From an optimization exercise on the open Yosys and OpenROAD flow, aimed at small area, a short achievable clock period and few clock cycles per item; shortcuts taken in it are not production practice.
Function was checked by simulation only, so behaviour that the tests miss may differ from the original.

==> design.v <==
module tg_sbox (
    input  wire [7:0] a,
    output wire [7:0] s
);
    wire U0 = a[7], U1 = a[6], U2 = a[5], U3 = a[4];
    wire U4 = a[3], U5 = a[2], U6 = a[1], U7 = a[0];
    wire T1 = U0 ^ U3,   T2 = U0 ^ U5,   T3 = U0 ^ U6,   T4 = U3 ^ U5;
    wire T5 = U4 ^ U6,   T6 = T1 ^ T5,   T7 = U1 ^ U2,   T8 = U7 ^ T6;
    wire T9 = U7 ^ T7,   T10 = T6 ^ T7,  T11 = U1 ^ U5,  T12 = U2 ^ U5;
    wire T13 = T3 ^ T4,  T14 = T6 ^ T11, T15 = T5 ^ T11, T16 = T5 ^ T12;
    wire T17 = T9 ^ T16, T18 = U3 ^ U7,  T19 = T7 ^ T18, T20 = T1 ^ T19;
    wire T21 = U6 ^ U7,  T22 = T7 ^ T21, T23 = T2 ^ T22, T24 = T2 ^ T10;
    wire T25 = T20 ^ T17, T26 = T3 ^ T16, T27 = T1 ^ T12;
    wire D = U7;
    wire M1 = T13 & T6,  M2 = T23 & T8,  M3 = T14 ^ M1,  M4 = T19 & D;
    wire M5 = M4 ^ M1,   M6 = T3 & T16,  M7 = T22 & T9,  M8 = T26 ^ M6;
    wire M9 = T20 & T17, M10 = M9 ^ M6,  M11 = T1 & T15, M12 = T4 & T27;
    wire M13 = M12 ^ M11, M14 = T2 & T10, M15 = M14 ^ M11, M16 = M3 ^ M2;
    wire M17 = M5 ^ T24, M18 = M8 ^ M7,  M19 = M10 ^ M15, M20 = M16 ^ M13;
    wire M21 = M17 ^ M15, M22 = M18 ^ M13, M23 = M19 ^ T25, M24 = M22 ^ M23;
    wire M25 = M22 & M20, M26 = M21 ^ M25, M27 = M20 ^ M21, M28 = M23 ^ M25;
    wire M29 = M28 & M27, M30 = M26 & M24, M31 = M20 & M23, M32 = M27 & M31;
    wire M33 = M27 ^ M25, M34 = M21 & M22, M35 = M24 & M34, M36 = M24 ^ M25;
    wire M37 = M21 ^ M29, M38 = M32 ^ M33, M39 = M23 ^ M30, M40 = M35 ^ M36;
    wire M41 = M38 ^ M40, M42 = M37 ^ M39, M43 = M37 ^ M38, M44 = M39 ^ M40;
    wire M45 = M42 ^ M41;
    wire M46 = M44 & T6,  M47 = M40 & T8,  M48 = M39 & D,   M49 = M43 & T16;
    wire M50 = M38 & T9,  M51 = M37 & T17, M52 = M42 & T15, M53 = M45 & T27;
    wire M54 = M41 & T10, M55 = M44 & T13, M56 = M40 & T23, M57 = M39 & T19;
    wire M58 = M43 & T3,  M59 = M38 & T22, M60 = M37 & T20, M61 = M42 & T1;
    wire M62 = M45 & T4,  M63 = M41 & T2;
    wire L0 = M61 ^ M62,  L1 = M50 ^ M56,  L2 = M46 ^ M48,  L3 = M47 ^ M55;
    wire L4 = M54 ^ M58,  L5 = M49 ^ M61,  L6 = M62 ^ L5,   L7 = M46 ^ L3;
    wire L8 = M51 ^ M59,  L9 = M52 ^ M53,  L10 = M53 ^ L4,  L11 = M60 ^ L2;
    wire L12 = M48 ^ M51, L13 = M50 ^ L0,  L14 = M52 ^ M61, L15 = M55 ^ L1;
    wire L16 = M56 ^ L0,  L17 = M57 ^ L1,  L18 = M58 ^ L8,  L19 = M63 ^ L4;
    wire L20 = L0 ^ L1,   L21 = L1 ^ L7,   L22 = L3 ^ L12,  L23 = L18 ^ L2;
    wire L24 = L15 ^ L9,  L25 = L6 ^ L10,  L26 = L7 ^ L9,   L27 = L8 ^ L10;
    wire L28 = L11 ^ L14, L29 = L11 ^ L17;
    assign s[7] = L6 ^ L24;
    assign s[6] = ~(L16 ^ L26);
    assign s[5] = ~(L19 ^ L28);
    assign s[4] = L6 ^ L21;
    assign s[3] = L20 ^ L22;
    assign s[2] = L25 ^ L29;
    assign s[1] = ~(L13 ^ L27);
    assign s[0] = ~(L6 ^ L23);
endmodule
module tg_key #(
    parameter [7:0] RCON = 8'h01
) (
    input  wire [127:0] k_in,
    output wire [127:0] k_out
);
    wire [31:0] w0 = k_in[127:96], w1 = k_in[95:64], w2 = k_in[63:32], w3 = k_in[31:0];
    wire [31:0] t;
    tg_sbox ks0 (.a(w3[23:16]), .s(t[31:24]));
    tg_sbox ks1 (.a(w3[15:8]),  .s(t[23:16]));
    tg_sbox ks2 (.a(w3[7:0]),   .s(t[15:8]));
    tg_sbox ks3 (.a(w3[31:24]), .s(t[7:0]));
    wire [31:0] n0 = w0 ^ t ^ {RCON, 24'h0};
    wire [31:0] n1 = w1 ^ n0;
    wire [31:0] n2 = w2 ^ n1;
    wire [31:0] n3 = w3 ^ n2;
    assign k_out = {n0, n1, n2, n3};
endmodule
module tg_subbytes (
    input  wire [127:0] s_in,
    output wire [127:0] s_out
);
    genvar i;
    generate
        for (i = 0; i < 16; i = i + 1) begin : g_sb
            tg_sbox sx (.a(s_in[127-8*i -: 8]), .s(s_out[127-8*i -: 8]));
        end
    endgenerate
endmodule
module tg_srmc #(
    parameter LAST = 0
) (
    input  wire [127:0] s_in,
    output wire [127:0] s_out
);
    function automatic [7:0] xtime(input [7:0] a);
        xtime = {a[6:0], 1'b0} ^ (a[7] ? 8'h1b : 8'h00);
    endfunction
    wire [127:0] sr;
    genvar i;
    generate
        for (i = 0; i < 16; i = i + 1) begin : g_sr
            assign sr[127-8*i -: 8] = s_in[127-8*((i%4) + 4*(((i/4) + (i%4)) % 4)) -: 8];
        end
        for (i = 0; i < 4; i = i + 1) begin : g_mc
            wire [7:0] a0 = sr[127-8*(4*i)   -: 8];
            wire [7:0] a1 = sr[127-8*(4*i+1) -: 8];
            wire [7:0] a2 = sr[127-8*(4*i+2) -: 8];
            wire [7:0] a3 = sr[127-8*(4*i+3) -: 8];
            wire [7:0] tt = a0 ^ a1 ^ a2 ^ a3;
            if (LAST) begin : g_last
                assign s_out[127-32*i -: 32] = {a0, a1, a2, a3};
            end else begin : g_mix
                assign s_out[127-32*i -: 32] = {a0 ^ tt ^ xtime(a0 ^ a1),
                                                a1 ^ tt ^ xtime(a1 ^ a2),
                                                a2 ^ tt ^ xtime(a2 ^ a3),
                                                a3 ^ tt ^ xtime(a3 ^ a0)};
            end
        end
    endgenerate
endmodule
module tg_gaps (
    input  wire [11:0] kn,        
    input  wire [1:0]  sub,       
    input  wire [15:0] base,
    input  wire [15:0] step,
    output wire [15:0] g1,
    output wire [15:0] g2,
    output wire [15:0] g3,
    output wire [15:0] span
);
    wire        u1 = (sub >= 2'd1), u2 = (sub >= 2'd2), u3 = (sub >= 2'd3);
    wire [3:0]  k1 = kn[11:8], k2 = kn[7:4], k3 = kn[3:0];
    function automatic [63:0] pp(input [3:0] k, input [15:0] st);
        pp = {st & {16{k[0]}}, (st << 1) & {16{k[1]}},
              (st << 2) & {16{k[2]}}, (st << 3) & {16{k[3]}}};
    endfunction
    function automatic [31:0] csa(input [15:0] a, input [15:0] b, input [15:0] c);
        csa = {a ^ b ^ c, ((a & b) | (a & c) | (b & c)) << 1};
    endfunction
    function automatic [15:0] add16(input [15:0] a, input [15:0] b);
        reg [15:0] g, p, gn, pn;
        integer l, i;
        begin
            g = a & b;
            p = a ^ b;
            for (l = 0; l < 4; l = l + 1) begin
                gn = g;
                pn = p;
                for (i = 0; i < 16; i = i + 1)
                    if ((i >> l) & 1) begin
                        gn[i] = g[i] | (p[i] & g[((i >> l) << l) - 1]);
                        pn[i] = p[i] & p[((i >> l) << l) - 1];
                    end
                g = gn;
                p = pn;
            end
            add16 = (a ^ b) ^ {g[14:0], 1'b0};
        end
    endfunction
    function automatic [15:0] gap(input [15:0] b, input [3:0] k, input [15:0] st);
        reg [63:0] q;
        reg [31:0] x, y, w;
        begin
            q = pp(k, st);
            x = csa(q[63:48], q[47:32], b);
            y = csa(q[31:16], q[15:0], x[31:16]);
            w = csa(x[15:0], y[31:16], y[15:0]);
            gap = add16(w[31:16], w[15:0]);
        end
    endfunction
    assign g1 = gap(base, k1, step) & {16{u1}};
    assign g2 = gap(base, k2, step) & {16{u2}};
    assign g3 = gap(base, k3, step) & {16{u3}};
    wire [63:0] q1 = pp(k1 & {4{u1}}, step);
    wire [63:0] q2 = pp(k2 & {4{u2}}, step);
    wire [63:0] q3 = pp(k3 & {4{u3}}, step);
    wire [15:0] cb0 = base & {16{sub[0]}};
    wire [15:0] cb1 = (base << 1) & {16{sub[1]}};
    wire [31:0] c1 = csa(q1[63:48], q1[47:32], q1[31:16]);
    wire [31:0] c2 = csa(q1[15:0],  q2[63:48], q2[47:32]);
    wire [31:0] c3 = csa(q2[31:16], q2[15:0],  q3[63:48]);
    wire [31:0] c4 = csa(q3[47:32], q3[31:16], q3[15:0]);
    wire [31:0] c5 = csa(cb0, cb1, c1[31:16]);
    wire [31:0] d1 = csa(c1[15:0],  c2[31:16], c2[15:0]);
    wire [31:0] d2 = csa(c3[31:16], c3[15:0],  c4[31:16]);
    wire [31:0] d3 = csa(c4[15:0],  c5[31:16], c5[15:0]);
    wire [31:0] e1 = csa(d1[31:16], d1[15:0], d2[31:16]);
    wire [31:0] e2 = csa(d2[15:0],  d3[31:16], d3[15:0]);
    wire [31:0] f1 = csa(e1[31:16], e1[15:0], e2[31:16]);
    wire [31:0] h1 = csa(f1[31:16], f1[15:0], e2[15:0]);
    assign span = add16(h1[31:16], h1[15:0]);
endmodule
module ticket_gen (
    input  wire         clk,
    input  wire         rst,
    input  wire         in_valid,
    output wire         in_ready,
    input  wire [127:0] key,
    input  wire [31:0]  frame,
    input  wire [31:0]  shot,
    input  wire [1:0]   subpulses,
    input  wire [15:0]  gap_base,
    input  wire [15:0]  gap_step,
    output wire         out_valid,
    input  wire         out_ready,
    output wire [127:0] keystream,
    output wire [31:0]  out_frame,
    output wire [31:0]  out_shot,
    output wire [2:0]   out_n,
    output wire [15:0]  gap1,
    output wire [15:0]  gap2,
    output wire [15:0]  gap3,
    output wire [15:0]  span
);
    localparam [63:0] CB_TAIL = 64'h454D_554B_4149_5449;   
    localparam integer MW = 98;                           
    reg  [10:0] v_q;                  
    wire        adv = !v_q[10] || out_ready;
    assign in_ready  = adv;
    assign out_valid = v_q[10];
    always @(posedge clk) begin
        if (rst)
            v_q <= 11'd0;
        else if (adv)
            v_q <= {v_q[9:0], in_valid};
    end
    wire [127:0] sb_d [1:10];
    wire [127:0] k_d  [1:10];
    wire [127:0] ark  [1:9];
    reg  [127:0] sb_q [1:10];
    reg  [127:0] k_q  [1:10];
    reg  [MW-1:0] m_q [1:10];
    tg_subbytes u_sb1 (.s_in({frame, shot, CB_TAIL} ^ key), .s_out(sb_d[1]));
    tg_key #(.RCON(8'h01)) u_k1 (.k_in(key), .k_out(k_d[1]));
    genvar g;
    generate
        for (g = 1; g <= 9; g = g + 1) begin : g_rnd
            localparam [7:0] RC = (g == 8) ? 8'h1b : (g == 9) ? 8'h36 : (8'h01 << g);
            wire [127:0] mc;
            tg_srmc #(.LAST(0)) u_mc (.s_in(sb_q[g]), .s_out(mc));
            assign ark[g] = mc ^ k_q[g];
            tg_subbytes u_sb (.s_in(ark[g]), .s_out(sb_d[g+1]));
            tg_key #(.RCON(RC)) u_k (.k_in(k_q[g]), .k_out(k_d[g+1]));
        end
    endgenerate
    integer j;
    always @(posedge clk) begin
        if (adv) begin
            sb_q[1] <= sb_d[1];
            k_q[1]  <= k_d[1];
            m_q[1]  <= {frame, shot, subpulses, gap_base, gap_step};
            for (j = 2; j <= 10; j = j + 1) begin
                sb_q[j] <= sb_d[j];
                k_q[j]  <= k_d[j];
                m_q[j]  <= m_q[j-1];
            end
        end
    end
    wire [127:0] sr10;
    tg_srmc #(.LAST(1)) u_sr10 (.s_in(sb_q[10]), .s_out(sr10));
    wire [127:0] z    = sr10 ^ k_q[10];
    wire [1:0]   sub  = m_q[10][33:32];
    wire [15:0]  base = m_q[10][31:16];
    wire [15:0]  step = m_q[10][15:0];
    wire [15:0] g1, g2, g3, sp;
    tg_gaps u_gaps (.kn(z[127:116]), .sub(sub), .base(base), .step(step),
                    .g1(g1), .g2(g2), .g3(g3), .span(sp));
    reg [127:0] ks_q;
    reg [63:0]  fs_q;
    reg [2:0]   n_q;
    reg [15:0]  g1_q, g2_q, g3_q, span_q;
    always @(posedge clk) begin
        if (adv) begin
            ks_q   <= z;
            fs_q   <= m_q[10][97:34];
            n_q    <= {1'b0, sub} + 3'd1;
            g1_q   <= g1;
            g2_q   <= g2;
            g3_q   <= g3;
            span_q <= sp;
        end
    end
    assign keystream = ks_q;
    assign out_frame = fs_q[63:32];
    assign out_shot  = fs_q[31:0];
    assign out_n     = n_q;
    assign gap1      = g1_q;
    assign gap2      = g2_q;
    assign gap3      = g3_q;
    assign span      = span_q;
endmodule
==> flow/run.sh <==
#!/bin/bash
# Layout flow: the standard flow, except in synthesis. There the gap arithmetic
# (module tg_gaps) is kept apart until technology mapping and mapped with ORFS's
# speed script, and the rest of the logic is mapped with an area-oriented ABC
# script (flow/abc_area.script) instead. Everything else (the synthesis front end,
# flip-flop mapping, the final flattening and renaming, floorplan, placement, CTS,
# routing, finishing) is the standard flow.
set -euo pipefail
W=$(pwd)
# ORFS's synth.tcl with only the ABC step replaced
sed 's#^\(\s*\)log_cmd abc {\*}$abc_args#\1set abc_fast $abc_args\n\1set abc_args [lreplace $abc_args 1 1 '"$W"'/flow/abc_area.script]\n\1log_cmd abc {*}$abc_fast tg_gaps\n\1log_cmd abc {*}$abc_args $::env(DESIGN_NAME)#' \
    "$FLOW_HOME/scripts/synth.tcl" > "$W/synth_area.tcl"
grep -q "flow/abc_area.script" "$W/synth_area.tcl"
# The standard flow's synthesis script, sourcing the copy above
sed 's#source $::env(SCRIPTS_DIR)/synth.tcl#source '"$W"'/synth_area.tcl#' synth_recipe.tcl > "$W/synth_top.tcl"
grep -q "synth_area.tcl" "$W/synth_top.tcl"
# The standard.sh, with the synthesis script swapped and tg_gaps kept until mapping
sed 's#SYNTH_SCRIPT=[^ ]*#SYNTH_SCRIPT='"$W"'/synth_top.tcl SYNTH_KEEP_MODULES=tg_gaps#' standard.sh > "$W/flow_std.sh"
grep -q "synth_top.tcl" "$W/flow_std.sh"
bash "$W/flow_std.sh" ${FLOW_TARGET:-finish} > "$W/flow_make.log" 2>&1 || { tail -50 "$W/flow_make.log"; exit 1; }
tail -20 "$W/flow_make.log"
[ -n "${FLOW_TARGET:-}" ] || test -f "$W/out/final.def"
==> flow/abc_area.script <==
strash
&get -n
&dch -f
&nf -p -R 1000
&put
topo
stime -c
==> standard.sh <==
#!/bin/bash
# synth_recipe.tcl (not shown) runs the flow's synth.tcl, then flattens the netlist and writes it again
# the make line also repeats each setting of config.mk as NAME=value (left out here)
make -C /OpenROAD-flow-scripts/flow DESIGN_CONFIG=/design/flow/config.mk WORK_HOME=/design/flow/orfs CLKGATE_MAP_FILE= SYNTH_SCRIPT=/design/flow/synth_recipe.tcl "${@:-finish}"
==> config.mk <==
export PLATFORM = sky130hd
export DESIGN_NAME = ticket_gen
export DESIGN_NICKNAME = ticket_gen
export VERILOG_FILES = /design/flow/design.v
export SDC_FILE = /design/flow/constraint.sdc
export NUM_CORES = 4
export LEC_CHECK = 0
export CAP_MARGIN = 20
export CORE_MARGIN = 2
export CORE_UTILIZATION = 55
export SETUP_SLACK_MARGIN = 3.5
export SLEW_MARGIN = 20
==> constraint.sdc <==
create_clock -name core_clock -period 9.5 [get_ports {clk}]
set_input_delay 1.9000 -clock core_clock [delete_from_list [all_inputs] [get_ports {clk}]]
set_output_delay 1.9000 -clock core_clock [all_outputs]
set_load 0.01 [all_outputs]
==> run summary, run 1 <==
status: complete, no violations
clock sinks: 3,810
final std cell area, no fill: 444,000 um2
Placed Instance Area: 380,000 um2
final core utilization: 67.5%
Syn Area/Cell: 10.1 um2
placer's final routability congestion estimate: 1.04
final wirelength: 1,270,000 um
port bufs: 490
Ys Warns: 9
HP Class: reg -> reg
largest area contributor in the netlist: xnor2_1
Cell Rows: 298
Required @ worst endpoint: 10.31 ns
iteration count of the initial detailed-routing pass: 8
Worst Setup End Kind: flip-flop
startpoint types: flip-flop
Slew @ Worst Pin: 1.15 ns
Die ar.: 665,000 um2
first-pass GRT wire length: 1,760,000 um
root buf cell: clkbuf_16
Bufs on Longest Clock Path: 4
clock slew at reported path FFs: 0.06 ns
Max Cap Viol: 0
Initial Util: 55.1%
Synth-to-Final Area Change: 22.6%
worst setup margin: 3.26 ns
leading post-synthesis cells by cell area: xnor2_1 36%, edfxtp_1 32%, xor2_1 17%
I/O pin cnt: 491
placeable core area: 657,000 um2
post-synth cell types: 68
most frequent CP cell: fa_1
Die Y-Extent: 815 um
number of register bits inferred by synthesis: 3,810
hold slack: 0.357 ns
worst clock skew: 0.108 ns
period utilisation layout: 65.7%
detailed-route vias per instance: 5.44
area fraction of the dominant cell type after synthesis: 35.8%
post-route ant nets: 0
initial antenna violation count: 81
RSZ-0062 raised after global routing: true
grt total ovfl: 0
final hold vios: 0
Final min period: 6.24 ns
vias in the first global route: 252,000
fill cell count: 50,700
synthesized instance count: 36,000
crit path DAT: 7.05 ns
Seq/Total Area, Yosys: 31.6%
drt drc: 0
Syn Std Cell Area: 362,000 um2
number of flops mapped to enable cells by yosys: 3,799
Final #Nets: 39,600
H-tree Lvls: 5
Avg WL per Cell: 26.7 um
All-Layer GR Usage: 36.5%
Post-synth ARST share: 0%
Synth top cells by count: 14,800 x xnor2_1, 7,121 x xor2_1, 3,799 x edfxtp_1
Top delay family on crit path: adder cells
TritonCTS clock tree: yes
cell type of the slowest stage on the worst timing path: or4_4
Num CTS Buffers: 426
max_slew headroom: 23.6%
Skew-Pair Late Insertion Delay: 1.15 ns
Synth Net Count: 37,000
flop-to-flop setup slack: 3.26 ns
buffers and inverters on the worst path: 6
ys flop type: edfxtp_1
final setup fails: 0
most frequent cell after synthesis: xnor2_1
Post-DP HPWL: 1,050,000 um
Largest stage delay, worst path: 0.54 ns
crit-path max FO: 5
width of the chip: 815 um
category of the most critical setup path: reg -> reg
drt initial violations: 24,200
Final Max Slew Viols: 0
crit-path cells: buf_12, or2_4, buf_12, and3_4, fa_1, inv_1, fa_1, inv_1, fa_1, fa_1, inv_1, fa_1, inv_1, fa_2, ha_4, or4_4, o21ai_4, nor3b_2, o21a_1, o21a_1, nor2_2, xnor3_1
Max Clk Rate: 160 MHz
setup TNS: 0 ns
layout cell share with drive strength beyond 1: 17.1%
pre-CTS setup slack: 0.779 ns
via count: 260,000
largest net degree at the start of global routing: 167
## layer usage
metal  up-vias  part of all wire, %  GRT usage, %
met1    128000                   39          46.8
met2     10000                   45          57.9
li1     119000                    -             -
met4        24                  8.0          22.3
met3      2769                  8.3          6.17
met5         -                0.013             0
## final timing paths
path / startpoint / end / depth (start not counted)
max: m_q[10][32]$_DFFE_PP_ / span_q[15]$_DFFE_PP_ / 22
min: m_q[2][40]$_DFFE_PP_ / m_q[3][40]$_DFFE_PP_ / 0
max reg2reg: m_q[10][32]$_DFFE_PP_ / span_q[15]$_DFFE_PP_ / 22
min reg2reg: m_q[2][40]$_DFFE_PP_ / m_q[3][40]$_DFFE_PP_ / 0
## repair_timing
| action | in CTS | in global routing |
|---|---|---|
| setup buffers | 512 | 1038 |
| hold buffers | 0 | 0 |
| gates resized for setup | 2368 | 2471 |
| pin swaps | 177 | 641 |
| gates cloned | 6 | 1 |
| endpoints found under the setup margin | 2017 | 1805 |
## layout make-up
class | count | area (um2) | area share, %
clock buffer | 488 | 10900 | 2.46
antenna | 47 | 118 | 0.0265
clock inverter | 303 | 3620 | 0.816
inverter | 721 | 2730 | 0.616
multi-input combinational | 31400 | 281000 | 63.3
sequential | 3810 | 114000 | 25.7
timing repair buffer | 2282 | 20200 | 4.55
tap | 8700 | 10900 | 2.45
## flip-flops by register name, summed over array words and instances, names as in the netlist
register and flops:
fs_q 64, g3_q 16, m_q 980, ks_q 128, k_q 1280, sb_q 1280, v_q 11, g1_q 16
g2_q 16, n_q 3, span_q 16
## cell families after synthesis
| group | Yosys count | share of synthesized area, % |
|---|---|---|
| xor+xnor | 21900 | 53.1 |
| simple gates | 7308 | 9.04 |
| flops | 3810 | 31.6 |
| compound gates | 1347 | 2.21 |
| buf+inv | 804 | 0.834 |
| fa+ha+maj | 754 | 3.18 |
| mux | 37 | 0.105 |
## Yosys stat by module (local to each module, per instance)
| module | times used | flops+latches |
|---|---|---|
| ticket_gen | 1 | 3810 |
| tg_gaps | 1 | 0 |
## through the flow
step	cells
floorplan	36000
global placement	45300
detailed placement	45300
CTS	46600
global route	47700
finish	47700
## placed cells by master, fill, tap and decap left out, types with 85 or more instances in the layout
cell type / instances
a21oi_1: 415
and2_0: 145
and2_1: 110
and3_1: 150
buf_12: 133
buf_4: 1638
clkbuf_16: 429
clkdlybuf4s50_1: 444
clkinv_1: 494
edfxtp_1: 3799
fa_1: 270
ha_1: 469
inv_1: 286
nand2_1: 2822
nand2b_1: 857
nand3_1: 85
nor2_1: 2273
nor2b_1: 664
o21ai_0: 354
xnor2_1: 12000
xnor2_2: 2500
xnor2_4: 312
xor2_1: 5972
xor2_2: 964
xor2_4: 185
Testbench counts, summed over its fixed seeds: cycles 1,048, items 960.
==> run 2, diff against run 1 <==
--- a/design.v
+++ b/design.v
@@ -109,7 +109,8 @@
 endmodule
 module tg_gaps (
     input  wire [11:0] kn,        
-    input  wire [1:0]  sub,       
+    input  wire [2:0]  used,      
+    input  wire [15:0] cbase,     
     input  wire [15:0] base,
     input  wire [15:0] step,
     output wire [15:0] g1,
@@ -117,7 +118,7 @@
     output wire [15:0] g3,
     output wire [15:0] span
 );
-    wire        u1 = (sub >= 2'd1), u2 = (sub >= 2'd2), u3 = (sub >= 2'd3);
+    wire        u1 = used[0], u2 = used[1], u3 = used[2];
     wire [3:0]  k1 = kn[11:8], k2 = kn[7:4], k3 = kn[3:0];
     function automatic [63:0] pp(input [3:0] k, input [15:0] st);
         pp = {st & {16{k[0]}}, (st << 1) & {16{k[1]}},
@@ -163,16 +164,13 @@
     wire [63:0] q1 = pp(k1 & {4{u1}}, step);
     wire [63:0] q2 = pp(k2 & {4{u2}}, step);
     wire [63:0] q3 = pp(k3 & {4{u3}}, step);
-    wire [15:0] cb0 = base & {16{sub[0]}};
-    wire [15:0] cb1 = (base << 1) & {16{sub[1]}};
     wire [31:0] c1 = csa(q1[63:48], q1[47:32], q1[31:16]);
     wire [31:0] c2 = csa(q1[15:0],  q2[63:48], q2[47:32]);
     wire [31:0] c3 = csa(q2[31:16], q2[15:0],  q3[63:48]);
     wire [31:0] c4 = csa(q3[47:32], q3[31:16], q3[15:0]);
-    wire [31:0] c5 = csa(cb0, cb1, c1[31:16]);
-    wire [31:0] d1 = csa(c1[15:0],  c2[31:16], c2[15:0]);
-    wire [31:0] d2 = csa(c3[31:16], c3[15:0],  c4[31:16]);
-    wire [31:0] d3 = csa(c4[15:0],  c5[31:16], c5[15:0]);
+    wire [31:0] d1 = csa(c1[31:16], c1[15:0], c2[31:16]);
+    wire [31:0] d2 = csa(c2[15:0],  c3[31:16], c3[15:0]);
+    wire [31:0] d3 = csa(c4[31:16], c4[15:0],  cbase);
     wire [31:0] e1 = csa(d1[31:16], d1[15:0], d2[31:16]);
     wire [31:0] e2 = csa(d2[15:0],  d3[31:16], d3[15:0]);
     wire [31:0] f1 = csa(e1[31:16], e1[15:0], e2[31:16]);
@@ -251,8 +249,18 @@
     wire [1:0]   sub  = m_q[10][33:32];
     wire [15:0]  base = m_q[10][31:16];
     wire [15:0]  step = m_q[10][15:0];
+    wire [1:0]  sub9  = m_q[9][33:32];
+    wire [15:0] base9 = m_q[9][31:16];
+    reg  [2:0]  used_q;
+    reg  [15:0] cbase_q;
+    always @(posedge clk) begin
+        if (adv) begin
+            used_q   <= {sub9 == 2'd3, sub9[1], sub9 != 2'd0};
+            cbase_q <= (base9 & {16{sub9[0]}}) + ({base9[14:0], 1'b0} & {16{sub9[1]}});
+        end
+    end
     wire [15:0] g1, g2, g3, sp;
-    tg_gaps u_gaps (.kn(z[127:116]), .sub(sub), .base(base), .step(step),
+    tg_gaps u_gaps (.kn(z[127:116]), .used(used_q), .cbase(cbase_q), .base(base), .step(step),
                     .g1(g1), .g2(g2), .g3(g3), .span(sp));
     reg [127:0] ks_q;
     reg [63:0]  fs_q;
==> run summary, run 2 <==
All-Layer GR Usage: 36.4%
crit-path max FO: 6
worst clock skew: 0.116 ns
Max Clk Rate: 166 MHz
max_slew headroom: 19.7%
status: complete, no violations
via count: 260,000
Num CTS Buffers: 436
most frequent cells in the layout: 12,000 x xnor2_1, 6,049 x xor2_1, 3,817 x edfxtp_1, 2,822 x nand2_1, 2,470 x xnor2_2
period utilisation layout: 63.6%
number of flops mapped to enable cells by yosys: 3,817
Synth Net Count: 37,000
TritonCTS clock tree: yes
Post-synth ARST share: 0%
Ys Warns: 9
number of register bits inferred by synthesis: 3,828
drt drc: 0
largest net degree at the start of global routing: 176
final hold vios: 0
width of the chip: 816 um
Slew @ Worst Pin: 1.20 ns
fill cell count: 50,900
Synth top cells by count: 14,800 x xnor2_1, 7,180 x xor2_1, 3,817 x edfxtp_1
Seq/Total Area, Yosys: 31.7%
HP Class: reg -> reg
detailed-route vias per instance: 5.44
Skew-Pair Late Insertion Delay: 1.14 ns
leading post-synthesis cells by cell area: xnor2_1 36%, edfxtp_1 32%, xor2_1 17%
clock slew at reported path FFs: 0.07 ns
Max Cap Viol: 0
Worst Setup End Kind: flip-flop
Initial Util: 55.2%
Synth-to-Final Area Change: 22.7%
category of the most critical setup path: reg -> reg
largest area contributor in the netlist: xnor2_1
Syn Std Cell Area: 363,000 um2
final wirelength: 1,270,000 um
grt total ovfl: 0
Die Y-Extent: 816 um
iteration count of the initial detailed-routing pass: 6
root buf cell: clkbuf_16
drt initial violations: 24,100
Die ar.: 666,000 um2
initial antenna violation count: 79
commonest non-fill, non-tap cell in the layout: xnor2_1
synthesized instance count: 36,000
placer's final routability congestion estimate: 1.05
Post-DP HPWL: 1,040,000 um
Final #Nets: 39,700
Cell Rows: 298
Regs by FF count: k_q (1280), sb_q (1280), m_q (979)
crit path DAT: 6.87 ns
I/O pin cnt: 491
layout cell share with drive strength beyond 1: 17.1%
Final Max Slew Viols: 0
post-synth cell types: 62
H-tree Lvls: 5
area fraction of the dominant cell type after synthesis: 35.7%
Final min period: 6.04 ns
post-route ant nets: 0
final setup fails: 0
Bufs on Longest Clock Path: 4
placeable core area: 658,000 um2
Hold Buf Count CTS: 0
first-pass GRT wire length: 1,760,000 um
ys flop type: edfxtp_1
RSZ-0062 raised after global routing: true
Syn Area/Cell: 10.1 um2
port bufs: 490
setup TNS: 0 ns
Required @ worst endpoint: 10.33 ns
clock sinks: 3,828
Avg WL per Cell: 26.6 um
fin cells: 47,800
most frequent cell after synthesis: xnor2_1
vias in the first global route: 252,000
startpoint types: flip-flop
DP Cell Count: 45,400
## run 2: cell types whose count changed in the layout (fill, tap and decap cells not counted), moves of 26 or more
cell,before,now
nor2b_1,664,635
buf_4,1638,1669
nand2b_1,857,905
nor2_1,2273,2236
xor2_1,5972,6049
xnor2_2,2500,2470
xnor2_1,11986,12012
xor2_2,964,921
## run 2: layout make-up
class	count	area, um2	share of cell area, %
well taps	8700	10900	2.44
diodes	33	82.6	0.0185
multi-input cells	31400	281000	63.1
repair buffers	2314	20400	4.59
clock inverters	338	4260	0.958
flip-flops and latches	3828	115000	25.8
clock buffers	484	11200	2.51
inverters	698	2650	0.594
## run 2: routing by layer
layer  GRT usage [%]  part of all wire [%]  up-vias
met2            56.8                    44    10400
met1            46.5                    39   127000
met5               0                 0.033        -
li1                -                     -   119000
met4            23.5                   8.4       38
met3            6.79                   8.6     2889
## run 2: stage by stage
step	hold WS, ns	util [%]	cell area (um2)	setup slack [ns]
global placement	0.400	57.9	381000	0.810
detailed placement	0.405	57.9	381000	0.743
floorplan	0.400	-	363000	-0.893
finish	0.340	67.7	445000	3.46
global route	0.335	67.7	445000	3.23
CTS	0.325	63.5	418000	3.30
## run 2: path summary, 6_finish.rpt
path | start | slack [ns] | end | cells past startpoint
worst max-delay path | k_q[5][8]$_DFFE_PP_ | 3.46 | sb_q[6][10]$_DFFE_PP_ | 19
worst min-delay path | m_q[4][24]$_DFFE_PP_ | 0.34 | m_q[5][24]$_DFFE_PP_ | 0
worst max register to register | k_q[5][8]$_DFFE_PP_ | 3.46 | sb_q[6][10]$_DFFE_PP_ | 19
worst min register to register | m_q[4][24]$_DFFE_PP_ | 0.34 | m_q[5][24]$_DFFE_PP_ | 0
## run 2: cells by family (layout without fill, tap and decap cells)
| family | count (synthesis) | after routing | synth area share, % |
|---|---|---|---|
| AOI/OAI and AO/OA | 1340 | 1340 | 2.16 |
| buffers and inverters | 777 | 3834 | 0.813 |
| and+or+nand+nor | 7271 | 7272 | 8.99 |
| adders and majority gates | 755 | 755 | 3.15 |
| muxes | 52 | 52 | 0.147 |
| DFF | 3828 | 3828 | 31.7 |
| other | 0 | 33 | 0 |
| xor gates and xnor gates | 22000 | 22000 | 53.1 |
## run 2: per-module statistics from Yosys, one instance, submodules excluded
module	cell area, um2	times used
ticket_gen	352000	1
tg_gaps	10900	1
## run 2: worst max-delay path, stage by stage, from the launching register on
cell      delay (ns)
edfxtp_1        0.91
xor2_1          0.19
xnor2_1         0.18
xnor2_1         0.47
xor2_2          0.42
xnor2_1         0.23
ha_1            0.30
xor2_1          0.18
xnor2_1         0.30
xnor2_2         0.21
clkinv_1        0.18
o21ai_0         0.14
xnor2_1         0.17
xnor2_1         0.38
xnor2_1         0.16
nand2b_1        0.25
xnor2_4         0.29
xor2_2          0.31
xnor2_1         0.18
xnor2_2         0.36
## run 2: timing repair
item	in CTS	in global routing
pin swaps	176	644
gates cloned	1	2
gates resized for setup	2285	2513
setup buffers	490	1049
endpoints found under the setup margin	1957	1764
hold endpoints to repair	0	0
Testbench counts of run 2, summed over its fixed seeds: cycles 1,048, items 960.
==> run 3, diff against run 2 <==
--- a/config.mk
+++ b/config.mk
@@ -10,3 +10,4 @@
 export CORE_UTILIZATION = 55
 export SETUP_SLACK_MARGIN = 3.5
 export SLEW_MARGIN = 20
+export TNS_END_PERCENT = 5
==> run summary, run 3 <==
width of the chip: 816 um
Die ar.: 666,000 um2
iteration count of the initial detailed-routing pass: 6
Initial Util: 55.2%
Ys Warns: 9
startpoint types: flip-flop
Die Y-Extent: 816 um
root buf cell: clkbuf_16
grt total ovfl: 0
Avg WL per Cell: 26.6 um
ys flop type: edfxtp_1
crit path DAT: 6.99 ns
drt initial violations: 23,600
worst setup margin: 3.30 ns
All-Layer GR Usage: 36.2%
Slew @ Worst Pin: 1.15 ns
area fraction of the dominant cell type after synthesis: 35.7%
number of register bits inferred by synthesis: 3,828
via count: 256,000
leading post-synthesis cells by cell area: xnor2_1 36%, edfxtp_1 32%, xor2_1 17%
RSZ-0062 raised after global routing: true
fin cells: 47,200
vias in the first global route: 250,000
Bufs on Longest Clock Path: 4
crit-path max FO: 4
max_slew headroom: 22.7%
worst clock skew: 0.119 ns
H-tree Lvls: 5
fill cell count: 52,500
Placed Instance Area: 381,000 um2
most frequent cell after synthesis: xnor2_1
Seq/Total Area, Yosys: 31.7%
post-route ant nets: 0
post-synth cell types: 62
HP Class: reg -> reg
Syn Std Cell Area: 363,000 um2
port bufs: 490
first-pass GRT wire length: 1,750,000 um
synthesized instance count: 36,000
Max Cap Viol: 0
Worst Setup End Kind: flip-flop
placer's final routability congestion estimate: 1.05
number of flops mapped to enable cells by yosys: 3,817
final core utilization: 65.7%
placeable core area: 658,000 um2
initial antenna violation count: 91
final hold vios: 0
Final #Nets: 39,100
period utilisation layout: 65.3%
I/O pin cnt: 491
clock slew at reported path FFs: 0.07 ns
Skew-Pair Late Insertion Delay: 1.15 ns
Regs by FF count: k_q (1280), sb_q (1280), m_q (979)
Final min period: 6.20 ns
largest net degree at the start of global routing: 176
final std cell area, no fill: 432,000 um2
detailed-route vias per instance: 5.43
Synth Net Count: 37,000
pre-CTS setup slack: 0.743 ns
Synth-to-Final Area Change: 19.1%
Syn Area/Cell: 10.1 um2
Synth top cells by count: 14,800 x xnor2_1, 7,180 x xor2_1, 3,817 x edfxtp_1
drt drc: 0
Final Max Slew Viols: 0
Required @ worst endpoint: 10.29 ns
final setup fails: 0
Num CTS Buffers: 436
category of the most critical setup path: reg -> reg
layout cell share with drive strength beyond 1: 13.5%
status: complete, no violations
final wirelength: 1,260,000 um
Post-DP HPWL: 1,040,000 um
Post-synth ARST share: 0%
clock sinks: 3,828
Max Clk Rate: 161 MHz
most frequent cells in the layout: 12,500 x xnor2_1, 6,310 x xor2_1, 3,817 x edfxtp_1, 2,825 x nand2_1, 2,245 x nor2_1
Cell Rows: 298
commonest non-fill, non-tap cell in the layout: xnor2_1
DP Cell Count: 45,400
TritonCTS clock tree: yes
largest area contributor in the netlist: xnor2_1
## run 3: cell counts after synthesis
Identical to the previous run, type by type.
## run 3: metrics by stage
step                hold WS, ns  setup TNS [ns]
floorplan                 0.400        -3407.53
global placement          0.400               0
detailed placement        0.405               0
CTS                       0.325               0
global route              0.335               0
finish                    0.338               0
## run 3: final timing paths
| kind | endpoint | startpoint | slack (ns) | depth (start not counted) |
|---|---|---|---|---|
| worst min-delay path | m_q[5][24]$_DFFE_PP_ | m_q[4][24]$_DFFE_PP_ | 0.34 | 0 |
| worst max-delay path | k_q[8][30]$_DFFE_PP_ | k_q[7][21]$_DFFE_PP_ | 3.30 | 22 |
| worst max register to register | k_q[8][30]$_DFFE_PP_ | k_q[7][21]$_DFFE_PP_ | 3.30 | 22 |
| worst min register to register | m_q[5][24]$_DFFE_PP_ | m_q[4][24]$_DFFE_PP_ | 0.34 | 0 |
## run 3: critical path, stage by stage (launching register included)
cell and delay [ns]:
edfxtp_1 0.36, buf_4 0.18, buf_4 0.17, xnor2_1 0.26, xor2_1 0.39, xnor2_1 0.16, ha_1 0.33, xor2_1 0.18
xnor2_1 0.14, xnor2_1 0.29, nor2_1 0.15, nor2_1 0.16, xor2_1 0.35, nor2_1 0.08, or3_1 0.39, xor2_1 0.32
xor2_1 0.33, xor2_1 0.28, xnor2_1 0.15, xnor2_2 0.41, xnor2_2 0.20, xnor2_1 0.44, xor2_1 0.13
## run 3: kinds of logic (layout without fill, tap and decap cells)
logic type / count (synthesis) / count (layout) / share of synthesized area [%]
AO/OA/AOI/OAI: 1340 / 1340 / 2.16
buffers and inverters: 777 / 3256 / 0.813
multiplexers: 52 / 52 / 0.147
XOR/XNOR: 22000 / 22000 / 53.1
other: 0 / 44 / 0
AND/OR/NAND/NOR: 7271 / 7272 / 8.99
adder cells (fa/ha/maj): 755 / 755 / 3.15
flip-flops: 3828 / 3828 / 31.7
## run 3: final cells by class
cell class	instances	area [um2]	share of cell area (%)
Clock inverter	338	4260	0.987
Sequential cell	3828	115000	26.6
Inverter	698	2650	0.612
Tap cell	8700	10900	2.52
Timing Repair Buffer	1736	15600	3.61
Antenna cell	44	110	0.0255
Multi-Input combinational cell	31400	273000	63.1
Clock buffer	484	11200	2.58
## run 3: repair_timing
item,in CTS,in global routing
pin swaps,122,317
hold endpoints to repair,0,0
endpoints found under the setup margin,1957,1990
gates resized for setup,1584,2084
cloned,0,2
setup buffers,355,605
hold buffers,0,0
## run 3: metal layers
layer / wire length, um / global-route usage, % / part of all wire, %
met5: 402 / 0 / 0.032
met4: 102000 / 23.1 / 8.1
met3: 109000 / 6.91 / 8.6
met2: 556000 / 56.5 / 44
met1: 490000 / 46.2 / 39
## run 3: per-module statistics from Yosys, one instance, submodules excluded
module / cells / area (um2)
ticket_gen: 34700 / 352000
tg_gaps: 1246 / 10900
==> run 4, diff against run 3 <==
--- a/config.mk
+++ b/config.mk
@@ -8,6 +8,5 @@
 export CAP_MARGIN = 20
 export CORE_MARGIN = 2
 export CORE_UTILIZATION = 55
-export SETUP_SLACK_MARGIN = 3.5
+export SETUP_SLACK_MARGIN = 3.0
 export SLEW_MARGIN = 20
-export TNS_END_PERCENT = 5
==> run summary, run 4 <==
first-pass GRT wire length: 1,740,000 um
worst clock skew: 0.127 ns
synthesized instance count: 36,000
number of register bits inferred by synthesis: 3,828
worst setup margin: 3.00 ns
root buf cell: clkbuf_16
most frequent cells in the layout: 13,400 x xnor2_1, 6,688 x xor2_1, 3,817 x edfxtp_1, 2,828 x nand2_1, 2,247 x nor2_1
RSZ-0062 raised after global routing: true
crit path DAT: 7.30 ns
Regs by FF count: k_q (1280), sb_q (1280), m_q (979)
most frequent cell after synthesis: xnor2_1
placeable core area: 658,000 um2
leading post-synthesis cells by cell area: xnor2_1 36%, edfxtp_1 32%, xor2_1 17%
Hold Buf Count CTS: 0
Slew @ Worst Pin: 1.25 ns
Max Cap Viol: 0
Final Max Slew Viols: 0
final wirelength: 1,240,000 um
drt initial violations: 24,300
Syn Area/Cell: 10.1 um2
Placed Instance Area: 381,000 um2
layout cell share with drive strength beyond 1: 8.53%
TritonCTS clock tree: yes
I/O pin cnt: 491
grt total ovfl: 0
Post-DP HPWL: 1,040,000 um
Bufs on Longest Clock Path: 4
commonest non-fill, non-tap cell in the layout: xnor2_1
Cell Rows: 298
setup TNS: 0 ns
Final min period: 6.50 ns
pre-CTS setup slack: 0.743 ns
period utilisation layout: 68.4%
Synth top cells by count: 14,800 x xnor2_1, 7,180 x xor2_1, 3,817 x edfxtp_1
Synth Net Count: 37,000
final std cell area, no fill: 415,000 um2
Worst Setup End Kind: flip-flop
H-tree Lvls: 5
iteration count of the initial detailed-routing pass: 7
Synth-to-Final Area Change: 14.4%
post-route ant nets: 0
detailed-route vias per instance: 5.43
status: complete, no violations
Initial Util: 55.2%
Max Clk Rate: 154 MHz
Avg WL per Cell: 26.6 um
Final #Nets: 38,500
number of flops mapped to enable cells by yosys: 3,817
Ys Warns: 9
placer's final routability congestion estimate: 1.05
fin cells: 46,600
vias in the first global route: 248,000
via count: 253,000
crit-path max FO: 6
Num CTS Buffers: 436
post-synth cell types: 62
category of the most critical setup path: reg -> reg
largest area contributor in the netlist: xnor2_1
final setup fails: 0
area fraction of the dominant cell type after synthesis: 35.7%
startpoint types: flip-flop
width of the chip: 816 um
Die Y-Extent: 816 um
ys flop type: edfxtp_1
DP Cell Count: 45,400
HP Class: reg -> reg
Syn Std Cell Area: 363,000 um2
drt drc: 0
Die ar.: 666,000 um2
largest net degree at the start of global routing: 176
clock sinks: 3,828
port bufs: 490
initial antenna violation count: 76
final hold vios: 0
clock slew at reported path FFs: 0.07 ns
fill cell count: 54,600
Required @ worst endpoint: 10.30 ns
Post-synth ARST share: 0%
hold slack: 0.338 ns
All-Layer GR Usage: 35.9%
Seq/Total Area, Yosys: 31.7%
max_slew headroom: 16.1%
Skew-Pair Late Insertion Delay: 1.14 ns
[run 4: modules after synthesis, one instance, submodules excluded]
module / cells inside / cell area (um2)
ticket_gen: 34700 / 352000
tg_gaps: 1246 / 10900
[run 4: cell type report]
cell class | instances | area (um2) | share of cell area, %
multi-input cells | 31400 | 261000 | 62.8
flip-flops and latches | 3828 | 115000 | 27.7
clock inverters | 338 | 4260 | 1.03
inverters | 698 | 2650 | 0.638
diodes | 30 | 75.1 | 0.0181
well taps | 8700 | 10900 | 2.62
repair buffers | 1116 | 10500 | 2.53
clock buffers | 484 | 11200 | 2.69
[run 4: through the flow]
step / util, %
3_5_place_dp: 57.9
4_1_cts: 61.2
2_1_floorplan: -
5_1_grt: 63.1
3_3_place_gp: 57.9
6_report: 63.1
[run 4: logic make-up after synthesis]
group	count (synthesis)	synth area share, %
AO/OA/AOI/OAI	1340	2.16
XOR/XNOR	22000	53.1
adder cells (fa/ha/maj)	755	3.15
buffers and inverters	777	0.813
flip-flops	3828	31.7
multiplexers	52	0.147
AND/OR/NAND/NOR	7271	8.99
[run 4: timing repair]
item,in CTS,in global routing
pin swaps,16,77
resized for setup,631,1422
endpoints found under the setup margin,945,1487
setup buffers,122,220
[run 4: final timing paths]
path / from / to / slack [ns] / cells past startpoint
worst max-delay path: sb_q[1][21]$_DFFE_PP_ / sb_q[2][42]$_DFFE_PP_ / 3.00 / 20
worst min-delay path: m_q[4][24]$_DFFE_PP_ / m_q[5][24]$_DFFE_PP_ / 0.34 / 0
worst max register to register: sb_q[1][21]$_DFFE_PP_ / sb_q[2][42]$_DFFE_PP_ / 3.00 / 20
worst min register to register: m_q[4][24]$_DFFE_PP_ / m_q[5][24]$_DFFE_PP_ / 0.34 / 0
[run 4: routing by layer]
layer	GRT usage [%]	routed length [um]	vias up
met5	0	205	-
met4	23.0	99100	32
met3	6.58	104000	2583
met2	55.8	545000	9729
met1	46.1	491000	123000
li1	-	-	117000
[run 4: critical path, cell delays in order (launching register included)]
cell and delay [ns]:
edfxtp_1 0.56, xnor2_1 0.52, xor2_1 0.20, xnor2_2 0.44
xnor2_1 0.25, xnor2_1 0.41, xor2_2 0.42, xor2_1 0.26
ha_1 0.28, xor2_1 0.17, xnor2_1 0.14, xnor2_1 0.43
a21oi_1 0.17, xor2_1 0.38, xnor2_1 0.24, xnor2_1 0.18
nand2_1 0.12, xor2_2 0.35, xor2_1 0.37, xor2_1 0.23
xnor2_1 0.08

## what the ideal ports hide
The flow's constraints put no driver on any port. The routed layouts listed below were extracted and timed again, unchanged, in two steps. Step 1, drivers: a clkbuf_16 drives clk and a buf_2 each remaining input, both assumed. Step 2 adds t to the input delays and takes it off the output delays; t is the mean of the earliest and latest rising clock arrival at the registers after step 1. Input paths then give back, and output paths get back, about the clock's delay inside the block. Three values: ideal, step 1, step 2; two values: the first two.
run | t (ns) | setup slack, ns | worst setup path at the end | latest minus earliest clock arrival (ns)
run 1 | 1.240 | 3.262 / 3.262 / 2.358 | input to register | 0.135 / 0.135
run 2 | 1.224 | 3.459 / 3.459 / 2.424 | input to register | 0.129 / 0.128
run 3 | 1.230 | 3.297 / 3.297 / 2.298 | input to register | 0.121 / 0.121
run 4 | 1.212 | 3.003 / 3.003 / 2.108 | input to register | 0.128 / 0.128
After both steps setup and hold are still met in every run listed. For run 2, which loses most, drivers alone change the setup slack by 0.000 ns; drivers and shift together by -1.035 ns.
